Background: an optimization exercise with open tools, aiming at small area, a short achievable clock period and few clock cycles per item. Do not read the settings as production practice.
In this exercise RTL edits were held to simulation tests only and were not proved equivalent to the original.

$ cat design/flow/design.v
module lns8_prod (
    input  wire [3:0]  klo,
    input  wire [3:0]  khi,
    output reg  [22:1] p,
    output reg         c
);
    always @(*) begin
        case ({klo, khi})
            8'd0: begin p = 22'd0; c = 1'b0; end
            8'd1: begin p = 22'd1116; c = 1'b0; end
            8'd2: begin p = 22'd1217; c = 1'b0; end
            8'd3: begin p = 22'd41; c = 1'b0; end
            8'd4: begin p = 22'd90; c = 1'b0; end
            8'd5: begin p = 22'd789; c = 1'b0; end
            8'd6: begin p = 22'd430; c = 1'b0; end
            8'd7: begin p = 22'd469; c = 1'b0; end
            8'd11: begin p = 22'd1; c = 1'b0; end
            8'd13: begin p = 22'd2; c = 1'b0; end
            8'd15: begin p = 22'd3; c = 1'b0; end
            8'd17: begin p = 22'd2493144; c = 1'b0; end
            8'd18: begin p = 22'd2718677; c = 1'b0; end
            8'd19: begin p = 22'd92669; c = 1'b0; end
            8'd20: begin p = 22'd202086; c = 1'b0; end
            8'd21: begin p = 22'd1762953; c = 1'b0; end
            8'd22: begin p = 22'd961306; c = 1'b0; end
            8'd23: begin p = 22'd1048393; c = 1'b0; end
            8'd27: begin p = 22'd3349; c = 1'b0; end
            8'd29: begin p = 22'd5582; c = 1'b0; end
            8'd31: begin p = 22'd7815; c = 1'b0; end
            8'd34: begin p = 22'd2964612; c = 1'b0; end
            8'd35: begin p = 22'd101052; c = 1'b0; end
            8'd36: begin p = 22'd220367; c = 1'b0; end
            8'd37: begin p = 22'd1922432; c = 1'b0; end
            8'd38: begin p = 22'd1048267; c = 1'b0; end
            8'd39: begin p = 22'd1143232; c = 1'b1; end
            8'd43: begin p = 22'd3652; c = 1'b0; end
            8'd45: begin p = 22'd6087; c = 1'b0; end
            8'd47: begin p = 22'd8522; c = 1'b1; end
            8'd51: begin p = 22'd3444; c = 1'b0; end
            8'd52: begin p = 22'd7511; c = 1'b0; end
            8'd53: begin p = 22'd65528; c = 1'b0; end
            8'd54: begin p = 22'd35731; c = 1'b1; end
            8'd55: begin p = 22'd38968; c = 1'b1; end
            8'd59: begin p = 22'd124; c = 1'b0; end
            8'd61: begin p = 22'd207; c = 1'b0; end
            8'd63: begin p = 22'd290; c = 1'b1; end
            8'd68: begin p = 22'd16380; c = 1'b0; end
            8'd69: begin p = 22'd142899; c = 1'b1; end
            8'd70: begin p = 22'd77920; c = 1'b1; end
            8'd71: begin p = 22'd84979; c = 1'b1; end
            8'd75: begin p = 22'd271; c = 1'b1; end
            8'd77: begin p = 22'd452; c = 1'b0; end
            8'd79: begin p = 22'd633; c = 1'b1; end
            8'd85: begin p = 22'd1246620; c = 1'b1; end
            8'd86: begin p = 22'd679759; c = 1'b1; end
            8'd87: begin p = 22'd741340; c = 1'b1; end
            8'd91: begin p = 22'd2368; c = 1'b1; end
            8'd93: begin p = 22'd3947; c = 1'b0; end
            8'd95: begin p = 22'd5526; c = 1'b1; end
            8'd102: begin p = 22'd370660; c = 1'b1; end
            8'd103: begin p = 22'd404239; c = 1'b1; end
            8'd107: begin p = 22'd1291; c = 1'b1; end
            8'd109: begin p = 22'd2152; c = 1'b1; end
            8'd111: begin p = 22'd3013; c = 1'b1; end
            8'd119: begin p = 22'd440860; c = 1'b1; end
            8'd123: begin p = 22'd1408; c = 1'b1; end
            8'd125: begin p = 22'd2347; c = 1'b1; end
            8'd127: begin p = 22'd3286; c = 1'b1; end
            8'd187: begin p = 22'd4; c = 1'b1; end
            8'd189: begin p = 22'd7; c = 1'b0; end
            8'd191: begin p = 22'd10; c = 1'b1; end
            8'd221: begin p = 22'd12; c = 1'b0; end
            8'd223: begin p = 22'd17; c = 1'b1; end
            8'd255: begin p = 22'd24; c = 1'b1; end
            default: begin p = 22'bx; c = 1'bx; end
        endcase
    end
endmodule
module lns8_mac8 (
    input  wire         clk,
    input  wire         rst,         
    input  wire         in_valid,
    output wire         in_ready,
    input  wire         in_clear,    
    input  wire         in_last,     
    input  wire [15:0]  in_wb,       
    input  wire [7:0]   in_xs,       
    input  wire [63:0]  in_xr,       
    input  wire [63:0]  in_a,        
    input  wire [63:0]  in_w,        
    output reg          out_valid,
    output wire [63:0]  out_v,
    output wire [15:0]  out_w,
    output wire [1:0]   out_tag,     
    output wire         out_sat
);
    localparam N  = 8;
    localparam AW = 91;    
    localparam CW = 67;    
    assign in_ready = 1'b1;
    reg         v0, clr0, last0;
    reg         fresh;               
    reg  [63:0] a0, w0, xr0;
    reg  [7:0]  xs0;
    reg  [15:0] w_front;             
    always @(posedge clk) begin
        a0    <= in_a;
        w0    <= in_w;
        xr0   <= in_xr;
        xs0   <= in_xs;
        clr0  <= in_clear | fresh;
        last0 <= in_last;
        if (rst) begin
            v0      <= 1'b0;
            fresh   <= 1'b1;
            w_front <= 16'd0;
        end else begin
            v0 <= in_valid;
            if (in_valid) begin
                fresh <= 1'b0;
                if (in_clear)
                    w_front <= in_wb;
            end
        end
    end
    wire signed [17:0] d_full = $signed({{10{xs0[7]}}, xs0}) - $signed({{2{w_front[15]}}, w_front}) - 18'sd17;
    wire signed [8:0]  d_sat  = (d_full > 18'sd255)  ? 9'sd255 :
                                (d_full < -18'sd256) ? -9'sd256 : d_full[8:0];
    wire [63:0]   u   [0:N-1];
    wire [N-1:0]  cb;
    wire [N-1:0]  l_nan, l_pinf, l_ninf, l_clamp;
    function [12:0] opdec;
        input [6:0] m;
        if (m[6:3] == 4'd0) begin
            case (m[2:0])
                3'd3:    opdec = {4'd11, 5'd9,  4'd2};
                3'd5:    opdec = {4'd13, 5'd9,  4'd3};
                3'd6:    opdec = {4'd11, 5'd10, 4'd2};
                3'd7:    opdec = {4'd15, 5'd9,  4'd3};
                3'd2:    opdec = {4'd0,  5'd10, 4'd1};
                3'd4:    opdec = {4'd0,  5'd11, 4'd1};
                default: opdec = {4'd0,  5'd9,  4'd1};
            endcase
        end else begin
            case (m[2:0])
                3'd0:    opdec = {4'd0, {1'b0, m[6:3]} + 5'd11, 4'd1};
                3'd1:    opdec = {4'd1, {1'b0, m[6:3]},         4'd12};
                3'd2:    opdec = {4'd2, {1'b0, m[6:3]},         4'd12};
                3'd3:    opdec = {4'd3, {1'b0, m[6:3]} + 5'd5,  4'd7};
                3'd4:    opdec = {4'd4, {1'b0, m[6:3]} + 5'd4,  4'd8};
                3'd5:    opdec = {4'd5, {1'b0, m[6:3]} + 5'd1,  4'd11};
                3'd6:    opdec = {4'd6, {1'b0, m[6:3]} + 5'd2,  4'd10};
                default: opdec = {4'd7, {1'b0, m[6:3]} + 5'd2,  4'd10};
            endcase
        end
    endfunction
    genvar k;
    generate
        for (k = 0; k < N; k = k + 1) begin : lane
            wire [7:0] ca = a0[8*k +: 8];
            wire [7:0] cw = w0[8*k +: 8];
            wire [6:0] ma = ca[6:0];
            wire [6:0] mw = cw[6:0];
            wire a_zero = (ma == 7'd0);
            wire w_zero = (mw == 7'd0);
            wire a_inf  = (ma == 7'd127);
            wire w_inf  = (mw == 7'd127);
            wire neg_s  = ca[7] ^ cw[7];
            wire fin    = v0 & ~(a_zero | w_zero | a_inf | w_inf);
            wire any_inf = a_inf | w_inf;
            assign l_nan[k]  = v0 & ((a_zero & ca[7]) | (w_zero & cw[7]) |
                                     (any_inf & (a_zero | w_zero)));
            assign l_pinf[k] = v0 & any_inf & ~a_zero & ~w_zero & ~neg_s;
            assign l_ninf[k] = v0 & any_inf & ~a_zero & ~w_zero &  neg_s;
            wire [3:0] ka, kw;
            wire [4:0] ga, gw;
            wire [3:0] la, lw;
            assign {ka, ga, la} = opdec(ma);
            assign {kw, gw, lw} = opdec(mw);
            wire       swap = (ka > kw);
            wire [22:1] p_hi;
            wire        pc;
            lns8_prod u_prod (
                .klo(swap ? kw : ka),
                .khi(swap ? ka : kw),
                .p  (p_hi),
                .c  (pc)
            );
            wire [22:0] p = {p_hi, 1'b1};
            wire signed [9:0]  t   = $signed({5'd0, ga}) + $signed({5'd0, gw}) +
                                     $signed({{2{xr0[8*k+7]}}, xr0[8*k +: 8]}) +
                                     $signed({d_sat[8], d_sat});
            wire signed [10:0] tl  = $signed({t[9], t}) + $signed({7'd0, la}) + $signed({7'd0, lw}) +
                                     $signed({10'd0, pc}) - 11'sd88;
            wire under = t[9];                   
            wire clamp = fin & ~tl[10];          
            wire en    = fin & ~under & tl[10];
            wire [85:0] x = {63'd0, p} << t[6:0];
            wire [62:0] mag = ({63{en}} & x[85:23]) | {63{clamp}};
            wire        rb  = en & x[22] & ((t[6:0] < 7'd22) | x[23]);
            wire        neg = fin & neg_s;
            assign l_clamp[k] = clamp;
            assign u[k]  = {~neg, mag ^ {63{neg}}};
            assign cb[k] = neg ^ rb;
        end
    endgenerate
    function [CW-1:0] fa_s;
        input [CW-1:0] x, y, z;
        fa_s = x ^ y ^ z;
    endfunction
    function [CW-1:0] fa_c;
        input [CW-1:0] x, y, z;
        input          cin;
        fa_c = {((x & y) | (x & z) | (y & z)), cin};
    endfunction
    wire [CW-1:0] e0 = u[0], e1 = u[1], e2 = u[2], e3 = u[3];
    wire [CW-1:0] e4 = u[4], e5 = u[5], e6 = u[6], e7 = u[7];
    wire [CW-1:0] sa_ = fa_s(e0, e1, e2),    ca_ = fa_c(e0, e1, e2, cb[0]);
    wire [CW-1:0] sb_ = fa_s(e3, e4, e5),    cb_ = fa_c(e3, e4, e5, cb[1]);
    wire [CW-1:0] sc_ = fa_s(sa_, ca_, sb_), cc_ = fa_c(sa_, ca_, sb_, cb[2]);
    wire [CW-1:0] sd_ = fa_s(cb_, e6, e7),   cd_ = fa_c(cb_, e6, e7, cb[3]);
    wire [CW-1:0] se_ = fa_s(sc_, cc_, sd_), ce_ = fa_c(sc_, cc_, sd_, cb[4]);
    wire [CW-1:0] sf_ = fa_s(se_, ce_, cd_), cf_ = fa_c(se_, ce_, cd_, cb[5]);
    reg          v1, clr1, last1;
    reg [CW-1:0] s1, c1;
    reg [1:0]    cb1;
    reg [15:0]   w1;
    reg          nan1, pinf1, ninf1, clamp1;
    always @(posedge clk) begin
        s1     <= sf_;
        c1     <= cf_;
        cb1    <= cb[7:6];
        w1     <= w_front;
        clr1   <= v0 & clr0;
        last1  <= last0;
        nan1   <= |l_nan;
        pinf1  <= |l_pinf;
        ninf1  <= |l_ninf;
        clamp1 <= |l_clamp;
        v1     <= v0 & ~rst;
    end
    reg signed [AW-1:0] acc;
    reg [15:0]          w2;
    reg                 sat2, nan2, pinf2, ninf2;
    wire [AW-1:0] acc_in   = clr1 ? {AW{1'b0}} : acc;
    wire [AW-1:0] acc_next = acc_in + {{(AW-CW){1'b0}}, s1} + {{(AW-CW){1'b0}}, c1}
                           + {{(AW-1){1'b0}}, cb1[0]} + {{(AW-1){1'b0}}, cb1[1]}
                           - {{(AW-67){1'b0}}, 1'b1, 66'd0};
    always @(posedge clk) begin
        acc   <= acc_next;
        w2    <= w1;
        sat2  <= (clr1 ? 1'b0 : sat2)  | clamp1;
        nan2  <= (clr1 ? 1'b0 : nan2)  | nan1;
        pinf2 <= (clr1 ? 1'b0 : pinf2) | pinf1;
        ninf2 <= (clr1 ? 1'b0 : ninf2) | ninf1;
        out_valid <= v1 & last1 & ~rst;
    end
    wire in_range = (acc[AW-1:63] == {(AW-63){1'b0}}) || (acc[AW-1:63] == {(AW-63){1'b1}});
    wire special  = nan2 | pinf2 | ninf2;
    assign out_tag = (nan2 || (pinf2 && ninf2)) ? 2'b11 :
                     pinf2 ? 2'b01 :
                     ninf2 ? 2'b10 : 2'b00;
    assign out_v   = special   ? 64'd0 :
                     in_range  ? acc[63:0] :
                     acc[AW-1] ? 64'h8000_0000_0000_0000 : 64'h7FFF_FFFF_FFFF_FFFF;
    assign out_w   = special ? 16'd0 : w2;
    assign out_sat = sat2 | ~in_range;
endmodule
$ cat design/flow/constraint.sdc
create_clock -name core_clock -period 28.0 [get_ports {clk}]
set_input_delay 5.6000 -clock core_clock [delete_from_list [all_inputs] [get_ports {clk}]]
set_output_delay 5.6000 -clock core_clock [all_outputs]
set_load 0.01 [all_outputs]
$ cat design/flow/run.sh
#!/bin/bash
# synth_recipe.tcl (not shown) runs the flow's synth.tcl, then flattens the netlist and writes it again
# the make line also repeats each setting of config.mk as NAME=value (left out here)
make -C /OpenROAD-flow-scripts/flow DESIGN_CONFIG=/design/flow/config.mk WORK_HOME=/design/flow/orfs CLKGATE_MAP_FILE= SYNTH_SCRIPT=/design/flow/synth_recipe.tcl finish
$ cat design/flow/config.mk
export PLATFORM = sky130hd
export DESIGN_NAME = lns8_mac8
export DESIGN_NICKNAME = lns8_mac8
export VERILOG_FILES = /design/flow/design.v
export SDC_FILE = /design/flow/constraint.sdc
export NUM_CORES = 4
export LEC_CHECK = 0
export CAP_MARGIN = 20
export CELL_PAD_IN_SITES_DETAIL_PLACEMENT = 1
export CELL_PAD_IN_SITES_GLOBAL_PLACEMENT = 1
export CORE_MARGIN = 2
export CORE_UTILIZATION = 25
export GPL_ROUTABILITY_DRIVEN = 1
export PLACE_DENSITY = 0.35
export SLEW_MARGIN = 20
export SYNTH_MEMORY_MAX_BITS = 65536
==> metrics.md <==
| Metric | Value |
|---|---|
| H-tree levels | `3` |
| R2R setup slack | `13.56 ns` |
| Post-synth top area share | `0.1200` |
| Mux cell area share after synthesis | `0.07035` |
| Post-Syn Instances | `12327` |
| # rows | `225` |
| Worst EP required | `~29 ns` |
| CP max stage delay | `0.89 ns` |
| Worst Reg-to-Reg Cells | `49` |
| Pin count of the biggest net entering global routing | `~70` |
| Die area | `approximately 380000 µm²` |
| Initial Util | `0.2514` |
| Detail Route Antenna Nets | `0` |
| Post-synth EDFFs | `0` |
| Total number of vias | `about 100000` |
| Post-synthesis sequential area ratio | `0.1035` |
| Yosys reg bits | `approximately 490` |
| Share of the synthesized netlist area taken by xor and xnor gates | `0.06900` |
| Latest clock arrival within the worst-skew pair | `0.89 ns` |
| Post-cts resize count | `0` |
| # setup viols final | `0` |
| Total Negative Setup Slacks | `0 ns` |
| Num CTS Buffers | `83` |
| DR iter-0 viols | `7742` |
| Port Buffers | `304` |
| Number of clock sinks | `489` |
| GRT Overall Usage | `0.2829` |
| First-pass GRT wire length | `796.3 mm` |
| Root Buffer | `clkbuf_16` |
| Worst-path clk slew | `0.06 ns` |
| Max_cap viols | `0` |
| DRT met1 WL | `251.8 mm` |
| Clk_skew | `0.1011 ns` |
| Worst Setup Start Kind | `register` |
| Detailed-router iteration count before antenna repair | `6` |
| Achievable Freq | `69.25 MHz` |
| Remaining DRCs | `0` |
| P&R area growth vs syn | `12.31%` |
| Unique cell type count in the Yosys netlist | `131` |
| Total Wirelength | `around 560 mm` |
| Post-detail-place hpwl | `~450 mm` |
| Die W | `619.0 µm` |
| Area leader, netlist | `fa_1` |
| Worst-margin pin slew | `1.272 ns` |
| # nets final | `around 14000` |
| RSZ-0062 raised after global routing | `false` |
| Clk buf depth | `4` |
| RD Place Congestion | `approximately 0.96` |
| Worst setup path category | `register to register` |
| Worst r2r dst | `s1[24]$_DFF_P_` |
| Worst-path fanout max | `40` |
| Die Ht | `619.0 µm` |
| Tmin final | `14.44 ns` |
| Min-delay src | `w1[13]$_DFF_P_` |
| Fillers | `45013` |
| Met3 routed WL | `22.66 mm` |
| Main synth FF type | `dfxtp_1` |
| Hold depth | `0` |
| Worst EP arrival | `approximately 15 ns` |
| Met2 WL | `approximately 260 mm` |
| Worst hold path type | `register to register` |
| Final instance area | `106200 µm²` |
| Largest family of logic cells by synthesized area | `compound AO/OA/AOI/OAI gates` |
| Syn nets | `13795` |
| Share of cells above drive strength 1 | `0.08288` |
| Adder-Cell Fraction of Synth Area | `0.2124` |
| DP Area | `~100000 µm²` |
| Slew Limit Fails | `0` |
| Synth Area in Compound Gates | `0.3007` |
| Count of final hold-check violations | `0` |
| Vias per cell | `5.774` |
| Number of global-route vias before repair | `103139` |
| Remaining global-route overflow | `0` |
| Placeable Area | `376100 µm²` |
| Headroom to the max-slew limit | `0.1451` |
| Initial antenna violation count | `27` |
| Drt wl/cell | `32.35 µm` |
| Ranking of synthesized cells by area | `fa_1 12%, dfxtp_1 10%, ha_1 9.0%, xnor2_1 5.6%, a21oi_1 5.2%` |
| Yosys warnings | `2` |
| DR top layer | `met5` |
| Number of I/O pins | `306` |
| Synth Area per Inst | `7.672 µm²` |
| Period utilisation layout | `0.5157` |
| Hold worst-path end | `w2[13]$_DFF_P_` |
| Asr flop ratio synth | `0` |
| Simple-Gate Fraction of Synth Area | `0.1675` |
| R2R Path Start | `w_front[1]$_SDFFE_PP0P_` |
| Post-Syn Area | `around 95000 µm²` |
| Post-CTS setup buffers | `0` |
| TritonCTS clock tree | `built` |
| CP max stage cell | `nor3_1` |
| Status | `complete, no violations` |
| Crit. End Element | `register` |
| Cts hold-fix bufs | `0` |
[registers in the layout, summed over array words and instances, names as in the netlist, 2 cells and up]
register  count
acc          91
c1           66
s1           66
a0           64
w0           64
xr0          64
w1           16
w2           16
w_front      16
xs0           8
cb1           2
[cells by family (layout without fill, tap and decap cells)]
| kind of cell | after synthesis | after routing |
|---|---|---|
| fa+ha+maj | 1270 | 1270 |
| flops | 489 | 489 |
| buf+inv | 1839 | 1771 |
| simple gates | 3333 | 3333 |
| mux | 531 | 531 |
| xor+xnor | 745 | 745 |
| compound gates | 4119 | 4119 |
| other cells | 1 | 9 |
[worst max-delay path, delay by kind of cell (launching register included)]
| family | cells | cell delay (ns) |
|---|---|---|
| AO/OA/AOI/OAI | 16 | 3.26 |
| adder cells (fa/ha/maj) | 13 | 5.41 |
| buffers and inverters | 12 | 2.13 |
| flip-flops | 1 | 0.34 |
| AND/OR/NAND/NOR | 6 | 2.76 |
| XOR/XNOR | 2 | 0.37 |
[layout make-up]
type / instances / area (µm²) / area share
Antenna cell: 8 / 20.02 / 0.0001885
Clock buffer: 107 / 2350 / 0.02212
Clock inverter: 37 / 564.3 / 0.005313
Inverter: 1001 / 3757 / 0.03538
Multi-Input combinational cell: 9999 / 78010 / 0.7345
Sequential cell: 489 / 9792 / 0.09219
Tap cell: 4994 / 6248 / 0.05883
Timing Repair Buffer: 626 / 5470 / 0.05150
[placed cells by master, fill, tap and decap left out, types with 167 or more instances in the layout]
cell / count
buf_4: 319
xnor2_1: 596
a211oi_1: 198
a21o_1: 214
ha_1: 680
dfxtp_1: 487
mux2i_1: 291
o211ai_1: 209
inv_1: 928
fa_1: 565
nand3_1: 306
o21ai_0: 628
nand2_1: 989
o221ai_1: 167
clkdlybuf4s50_1: 304
a31oi_1: 199
a221oi_1: 178
a21oi_1: 982
nor2_1: 888
nor3_1: 273
[Yosys cell counts, drive strengths merged (213+ instances only)]
master  number
buf        264
ha         680
inv        973
a21oi      998
xnor2      608
nor2       894
nand3      307
o21ai      710
nand2      993
fa         567
a21o       215
nor3       281
clkbuf     574
o211ai     213
mux2i      313
dfxtp      489
[routing by layer]
layer	global-route usage	up-vias
li1	-	45001
met1	0.3785	51510
met2	0.4760	2626
met3	0.02510	518
met4	0.09327	6
met5	0	-
[through the flow]
step                      worst slack, ns  hold slack, ns  cells  utilization
after CTS                           13.56          0.3282  17251       0.2822
after global placement              13.55          0.3141  17106       0.2744
after floorplan                     16.15          0.3096  12327            -
final                               13.56          0.3237  17261       0.2824
after detailed placement            13.59          0.3132  17107       0.2745
after global routing                12.83          0.3343  17259       0.2824
[worst max-delay path by stage]
stage,start,to,slack [ns],depth (start not counted)
6_report,w_front[1]$_SDFFE_PP0P_,s1[24]$_DFF_P_,13.56,49
5_1_grt,w_front[1]$_SDFFE_PP0P_,s1[24]$_DFF_P_,12.83,49
4_1_cts,w_front[1]$_SDFFE_PP0P_,s1[24]$_DFF_P_,13.56,49
3_5_place_dp,w_front[1]$_SDFFE_PP0P_,s1[24]$_DFF_P_,13.59,49
3_3_place_gp,w_front[1]$_SDFFE_PP0P_,s1[24]$_DFF_P_,13.55,49
2_1_floorplan,w_front[1]$_SDFFE_PP0P_,s1[10]$_DFF_P_,16.15,47
Testbench counts, summed over its fixed seeds: cycles 24,024, rows 24,000.

==> re-timing with driven ports <==
In the flow no input, the clock included, has a driving cell. The finished layout below was timed again as built, in two steps. Step 1 assumes that a clkbuf_16 drives the clock port and a buf_2 every other input. Step 2 times the ports against the registers' clock, not the clock port: input delays grow and output delays shrink by t, the midpoint of the rising clock arrivals with the driver on. a / b / c = ideal ports / drivers / drivers and shift; a / b = the first two.
shift t [ns]: 0.955
setup slack, ns: 13.560 / 13.560 / 13.560
hold slack, ns: 0.324 / 0.324 / 0.324
clock arrival spread, ns: 0.102 / 0.102
cell pins on the clock port's net: 1
After both steps this run still meets setup and hold. For this run, drivers alone change the setup slack by 0.000 ns; drivers and shift together by 0.000 ns.
